Source: an optimization exercise on an open RTL-to-GDS flow (aim: small area, a short achievable clock period and few clock cycles). Production flows keep margins and buffers that such runs may drop.
In this exercise RTL edits were held to simulation tests only and were not proved equivalent to the original.

==> flow/design.v <==
module wacc8 (
    input  wire         clk,
    input  wire         rst,           
    input  wire         in_valid,
    output wire         in_ready,
    input  wire         in_first,      
    input  wire         in_last,       
    input  wire [2:0]   in_fmt_a,      
    input  wire [2:0]   in_fmt_b,
    input  wire [63:0]  in_a,          
    input  wire [63:0]  in_b,
    input  wire [7:0]   in_scale_a,    
    input  wire [7:0]   in_scale_b,
    input  wire [9:0]   in_anchor,     
    input  wire [127:0] in_init,       
    output reg          out_valid,
    output reg  [127:0] out_word,
    output reg          out_ovf,       
    output reg          out_span       
);
    localparam ACC_W = 116;
    assign in_ready = 1'b1;
    wire take = in_valid & in_ready;
    function [11:0] decode;            
        input [7:0] x;
        input [2:0] fmt;
        reg s, nan, inf;
        reg [4:0] e, q;
        reg [3:0] sig;
        begin
            s = 1'b0; nan = 1'b0; inf = 1'b0; e = 5'd0; q = 5'd0; sig = 4'd0;
            case (fmt)
                3'd1: begin                                
                    s = x[7];
                    e = x[6:2];
                    sig = {1'b0, e != 5'd0, x[1:0]};
                    q = ((e == 5'd0) ? 5'd1 : e) - 5'd1;
                    if (e == 5'd31) begin
                        inf = (x[1:0] == 2'd0);
                        nan = (x[1:0] != 2'd0);
                        sig = 4'd0;
                    end
                end
                3'd2: begin                                
                    s = x[5];
                    e = {3'd0, x[4:3]};
                    sig = {e != 5'd0, x[2:0]};
                    q = ((e == 5'd0) ? 5'd1 : e) + 5'd12;
                end
                3'd3: begin                                
                    s = x[5];
                    e = {2'd0, x[4:2]};
                    sig = {1'b0, e != 5'd0, x[1:0]};
                    q = ((e == 5'd0) ? 5'd1 : e) + 5'd11;
                end
                3'd4: begin                                
                    s = x[3];
                    e = {3'd0, x[2:1]};
                    sig = {2'b0, e != 5'd0, x[0]};
                    q = ((e == 5'd0) ? 5'd1 : e) + 5'd14;
                end
                default: begin                             
                    s = x[7];
                    e = {1'b0, x[6:3]};
                    sig = {e != 5'd0, x[2:0]};
                    q = ((e == 5'd0) ? 5'd1 : e) + 5'd6;
                    if (x[6:0] == 7'h7F) begin
                        nan = 1'b1;
                        sig = 4'd0;
                    end
                end
            endcase
            decode = {nan, inf, s, q, sig};
        end
    endfunction
    reg signed [67:0] beat_sum;
    reg               beat_nan, beat_pinf, beat_ninf;
    integer i;
    reg [11:0] da, db;
    reg        za, zb, sp;
    reg [7:0]  pmag;
    reg [5:0]  sh;
    reg [63:0] term;
    always @* begin
        beat_sum  = 68'sd0;
        beat_nan  = 1'b0;
        beat_pinf = 1'b0;
        beat_ninf = 1'b0;
        for (i = 0; i < 8; i = i + 1) begin
            da = decode(in_a[8*i +: 8], in_fmt_a);
            db = decode(in_b[8*i +: 8], in_fmt_b);
            za = (da[3:0] == 4'd0) & ~da[11] & ~da[10];
            zb = (db[3:0] == 4'd0) & ~db[11] & ~db[10];
            sp = da[9] ^ db[9];
            if (da[11] | db[11]) begin
                beat_nan = 1'b1;
            end else if (da[10] | db[10]) begin
                if (za | zb)
                    beat_nan = 1'b1;
                else if (sp)
                    beat_ninf = 1'b1;
                else
                    beat_pinf = 1'b1;
            end else begin
                pmag = da[3:0] * db[3:0];
                sh   = {1'b0, da[8:4]} + {1'b0, db[8:4]};
                term = {56'd0, pmag} << sh;
                if (sp)
                    beat_sum = beat_sum - $signed({4'd0, term});
                else
                    beat_sum = beat_sum + $signed({4'd0, term});
            end
        end
    end
    reg [9:0]              anchor_q;
    reg signed [ACC_W-1:0] acc_q;
    reg                    nan_q, pinf_q, ninf_q, span_q;
    wire [9:0]        anchor   = in_first ? in_anchor : anchor_q;
    wire              scale_nan = (in_scale_a == 8'hFF) | (in_scale_b == 8'hFF);
    wire signed [11:0] d = $signed({4'd0, in_scale_a}) + $signed({4'd0, in_scale_b})
                         - 12'sd223 - $signed({{2{anchor[9]}}, anchor});
    wire              in_win = (d >= 12'sd0) && (d <= 12'sd31);
    wire              use_beat = ~scale_nan & in_win;
    wire signed [ACC_W-1:0] acc_base  = in_first ? {{(ACC_W-112){in_init[111]}}, in_init[111:0]} : acc_q;
    wire                    nan_base  = in_first ? in_init[125] : nan_q;
    wire                    pinf_base = in_first ? in_init[126] : pinf_q;
    wire                    ninf_base = in_first ? in_init[127] : ninf_q;
    wire                    span_base = in_first ? 1'b0 : span_q;
    wire signed [ACC_W-1:0] contrib  = {{(ACC_W-68){beat_sum[67]}}, beat_sum} <<< d[4:0];
    wire signed [ACC_W-1:0] acc_next = use_beat ? acc_base + contrib : acc_base;
    wire nan_next  = nan_base  | scale_nan | (use_beat & beat_nan);
    wire pinf_next = pinf_base | (use_beat & beat_pinf);
    wire ninf_next = ninf_base | (use_beat & beat_ninf);
    wire span_next = span_base | (~scale_nan & ~in_win);
    wire fits = (acc_next[ACC_W-1:111] == {(ACC_W-111){1'b0}}) |
                (acc_next[ACC_W-1:111] == {(ACC_W-111){1'b1}});
    always @(posedge clk) begin
        if (take) begin
            anchor_q <= anchor;
            acc_q    <= acc_next;
            nan_q    <= nan_next;
            pinf_q   <= pinf_next;
            ninf_q   <= ninf_next;
            span_q   <= span_next;
        end
        if (take & in_last) begin
            out_word <= {ninf_next, pinf_next, nan_next | ~fits, 3'd1, anchor, acc_next[111:0]};
            out_ovf  <= ~fits;
            out_span <= span_next;
        end
        if (rst)
            out_valid <= 1'b0;
        else
            out_valid <= take & in_last;
    end
endmodule
==> flow/run.sh <==
#!/bin/bash
# synth_recipe.tcl (not shown) runs the flow's synth.tcl, then flattens the netlist and writes it again
# the make line also repeats each setting of config.mk as NAME=value (left out here)
make -C /OpenROAD-flow-scripts/flow DESIGN_CONFIG=/design/flow/config.mk WORK_HOME=/design/flow/orfs CLKGATE_MAP_FILE= SYNTH_SCRIPT=/design/flow/synth_recipe.tcl finish
==> flow/config.mk <==
export PLATFORM = sky130hd
export DESIGN_NAME = wacc8
export DESIGN_NICKNAME = wacc8
export VERILOG_FILES = /design/flow/design.v
export SDC_FILE = /design/flow/constraint.sdc
export NUM_CORES = 4
export LEC_CHECK = 0
export CAP_MARGIN = 20
export CORE_MARGIN = 2
export CORE_UTILIZATION = 40
export SLEW_MARGIN = 20
==> flow/constraint.sdc <==
create_clock -name core_clock -period 36.0 [get_ports {clk}]
set_input_delay 7.2000 -clock core_clock [delete_from_list [all_inputs] [get_ports {clk}]]
set_output_delay 7.2000 -clock core_clock [all_outputs]
set_load 0.01 [all_outputs]
==> reports/results.env <==
OUTCOME='finished clean'
ROWS=172
SYNTH.FF_LATCH_COUNT=258
PATH_MAX_FANOUT=5
TRITONCTS_CLOCK_TREE='yes'
SYNTH_ENABLE_FLOP_CELLS=257
TIMING.REG2REG.SETUP_SLACK_NS=25.74
LAYOUT.NETS=15800
SETUP_VIOLATIONS=0
SYNTHESIS.YOSYS.WARNINGS=1
CRIT_END_CATEGORY='flip-flop'
MAX-SLEW-MARGIN-REL_PCT=6.65
SYNTH_TOP_CELL_AREA_SHARE_PCT=11.6
PLACED_CELL_AREA_UM2=107000
MEAN_SYN_CELL_AREA_UM2=6.76
FP.DIEH_UM=473
RESIDUAL_OVERFLOW_FROM_GLOBAL_ROUTING=0
YOSYS-TOP-CELLS-AREA='sky130_fd_sc_hd__ha_1 12%, sky130_fd_sc_hd__edfxtp_1 8.8%, sky130_fd_sc_hd__a21oi_1 7.6%'
AREA_GROWTH_SYN_TO_LAYOUT_PCT=23.3
DETAIL-ROUTE-ANTENNA-NETS=0
CRITPATHTOPFAMILY='compound AO/OA/AOI/OAI gates'
SETUP.WORST_PATH.START_CLASS='input port'
TIMING.CRITICAL_PATH.BUF_INV=9
DIE_WIDTH_UM=473
CTS_NUM_SINKS=258
SHARE_OF_LAYOUT_CELLS_ABOVE_DRIVE_STRENGTH_1_PCT=17.3
SYNTH_LARGEST_AREA_CELL='sky130_fd_sc_hd__ha_1'
CTS_HTREE_LEVELS=1
REPORT.FINAL.SLEW_VIOL_COUNT=0
CTS-ROOT-TO-SINK-BUFFERS=3
YOSYSUNIQUECELLTYPES=127
CLOCK_ROOT_CELL='sky130_fd_sc_hd__clkbuf_16'
WORSTPATHREQUIRED_NS=36.32
MAXCAPVIOLCOUNT=0
PLACE.PORT_BUFFERS=407
SYN-CELL-AREA_UM2=87900
DETAIL_ROUTE.VIAS_PER_CELL=6.12
ROUTE.VIAS.TOTAL=107000
HOLD_VIOLATIONS=0
FILL_CELLS=22600
SEQCELLAREA_UM2=7740
GRT_MAX_DEGREE=80
COMMONEST_NON_FILL_NON_TAP_CELL_IN_THE_LAYOUT='sky130_fd_sc_hd__buf_4'
ROUTED_WL_UM=416000
IOS=425
SYN-INSTANCE-COUNT=13000
GRT.TOTAL_USAGE_PCT=35.3
DPL.HPWL_UM=347000
DIE-AREA_UM2=224000
GP_ROUTABILITY_CONGESTION=1.07
FIRST_GLOBAL_VIAS=96100
INITIAL_CORE_UTIL_PCT=40.1
POSTLAYOUTCELLAREA_UM2=108000
CORE_REGION_AREA_UM2=219000
MIN-DELAY-PATH-CLASS='reg2reg'
WORST_PIN_SLEW_NS=1.40
WL_PER_CELL_UM=23.7
ANTENNA_VIOLATIONS_BEFORE_REPAIR=19
CP_COMMON_CELL='sky130_fd_sc_hd__a21o_1'
ASYNCSETRESETFLOPFRACSYNTH_PCT=0
INITIALDRTVIOLATIONCOUNT=13200
FINALHOLDWORSTSLACK_NS=0.569
FINAL_UTIL_PCT=49.5
CPMAXSTAGEDELAYCELL='sky130_fd_sc_hd__fa_1'
FMAX_MHz=29.0
MULTI_INPUT_COMB_AREA_UM2=76500
CLK_PIN_SLEW_NS=0.06
DRC_ERRORS=0
FIRST_PASS_GRT_WIRE_LENGTH_UM=613000
SYNTHFLOPTYPE='sky130_fd_sc_hd__edfxtp_1'
CLKLATENCYLATEPIN_NS=0.59
PERIOD_MINUS_SLACK_NS=34.43
FINAL_MIN_PERIOD_OVER_CLOCK_PERIOD_PCT=95.6
LAYOUT_COMMON_CELLS='1821 x sky130_fd_sc_hd__buf_4, 1529 x sky130_fd_sc_hd__nor2_1, 1453 x sky130_fd_sc_hd__nand2_1, 1316 x sky130_fd_sc_hd__a21oi_1, 1020 x sky130_fd_sc_hd__o21ai_0'
SYNTH_SEQ_AREA_SHARE_PCT=8.80
NUMCTSBUFFERS=29
CRITICAL_PATH_ARRIVAL_NS=34.74
SKEW_NS=0.0228
CRITICAL_PATH.MAX_STAGE_DELAY_NS=0.50
PRE_REPAIR_DR_ITERATION_COUNT=8
CRITICALPATHCATEGORY='in2reg'
[cell usage after synthesis (300+ instances only)]
cell type	instances
sky130_fd_sc_hd__clkbuf_1	557
sky130_fd_sc_hd__a21oi_1	1332
sky130_fd_sc_hd__nand2_1	1458
sky130_fd_sc_hd__mux2_2	315
sky130_fd_sc_hd__nand3_1	300
sky130_fd_sc_hd__ha_1	818
sky130_fd_sc_hd__nor2_1	1537
sky130_fd_sc_hd__xnor2_1	600
sky130_fd_sc_hd__inv_1	503
sky130_fd_sc_hd__a21o_1	400
sky130_fd_sc_hd__xor2_1	364
sky130_fd_sc_hd__o21ai_0	1032
[flip-flops by register name, summed over array words and instances (netlist names)]
register	cells
out_valid	1
nan_q	1
span_q	1
anchor_q	10
ninf_q	1
out_span	1
out_ovf	1
pinf_q	1
out_word	125
acc_q	116
[cell type report]
type | instances | share of cell area [%]
Antenna cell | 12 | 0.0277
Clock inverter | 18 | 0.160
Inverter | 513 | 1.78
Timing Repair Buffer | 2229 | 16.4
Tap cell | 2871 | 3.31
Clock buffer | 33 | 0.683
Multi-Input combinational cell | 11600 | 70.5
Sequential cell | 258 | 7.14
[path summary, 6_finish.rpt]
check	start	endpoint	depth (start not counted)
max	in_b[3]	out_word[125]	133
min	pinf_q	out_word[126]	2
max reg2reg	anchor_q[0]	out_word[125]	40
min reg2reg	pinf_q	out_word[126]	2
[cell families (layout without fill, tap and decap cells)]
logic type,Yosys count,after routing,synth area share (%)
compound gates,4510,4510,32.4
other cells,2,16,0.00854
simple gates,4673,4673,24.3
xor+xnor,967,967,9.67
buf+inv,1181,2793,5.12
fa+ha+maj,869,869,12.8
flops,258,258,8.80
mux,545,545,6.88
[metal layers]
layer | GRT usage (%) | vias up | part of all wire (%)
met5 | 0 | - | 0.012
met4 | 11.0 | 8 | 3.6
met3 | 6.99 | 568 | 11
met2 | 49.6 | 5248 | 39
met1 | 53.1 | 50300 | 46
li1 | - | 50900 | -
[worst min-delay path, delay by kind of cell (launching register included)]
| kind | cells | cell delay (ns) |
|---|---|---|
| muxes | 1 | 0.06 |
| DFF | 1 | 0.31 |
| and+or+nand+nor | 1 | 0.08 |
[metrics by stage]
| stage | worst slack [ns] | instances | TNS (ns) |
|---|---|---|---|
| floorplan | 2.63 | 13000 | 0 |
| global placement | 0.511 | 17400 | 0 |
| detailed placement | 0.365 | 17400 | 0 |
| CTS | 0.800 | 17500 | 0 |
| global route | -0.0888 | 17500 | -0.142 |
| finish | 1.57 | 17500 | 0 |
[timing repair]
item	4_1_cts	5_1_grt
gates resized for setup	0	91
buffers inserted	0	2
endpoints found under the hold margin	0	0
hold buffers	0	0
setup endpoints to repair	0	50
Testbench counts, summed over its fixed seeds: cycles 19,300.

## what the ideal ports hide
Ports are ideal in the flow. The routed layout listed here was re-timed in OpenROAD. Step 1, drivers: a clkbuf_16 drives clk and a buf_2 each remaining input, both assumed. Step 2 times the ports against the registers' clock, not the clock port: input delays grow and output delays shrink by t, the midpoint of the rising clock arrivals with the driver on. Three values: ideal, step 1, step 2; two values: the first two.
shift t [ns]: 0.643
slack for setup (ns): 1.574 / 1.605 / 0.963
worst setup path after step 2: input to register
latest minus earliest clock arrival (ns): 0.023 / 0.023
pins driven straight from the clock port: 1
After both steps this run still meets setup and hold. The setup slack of this run moves by +0.031 ns with the drivers and by -0.611 ns with both steps.
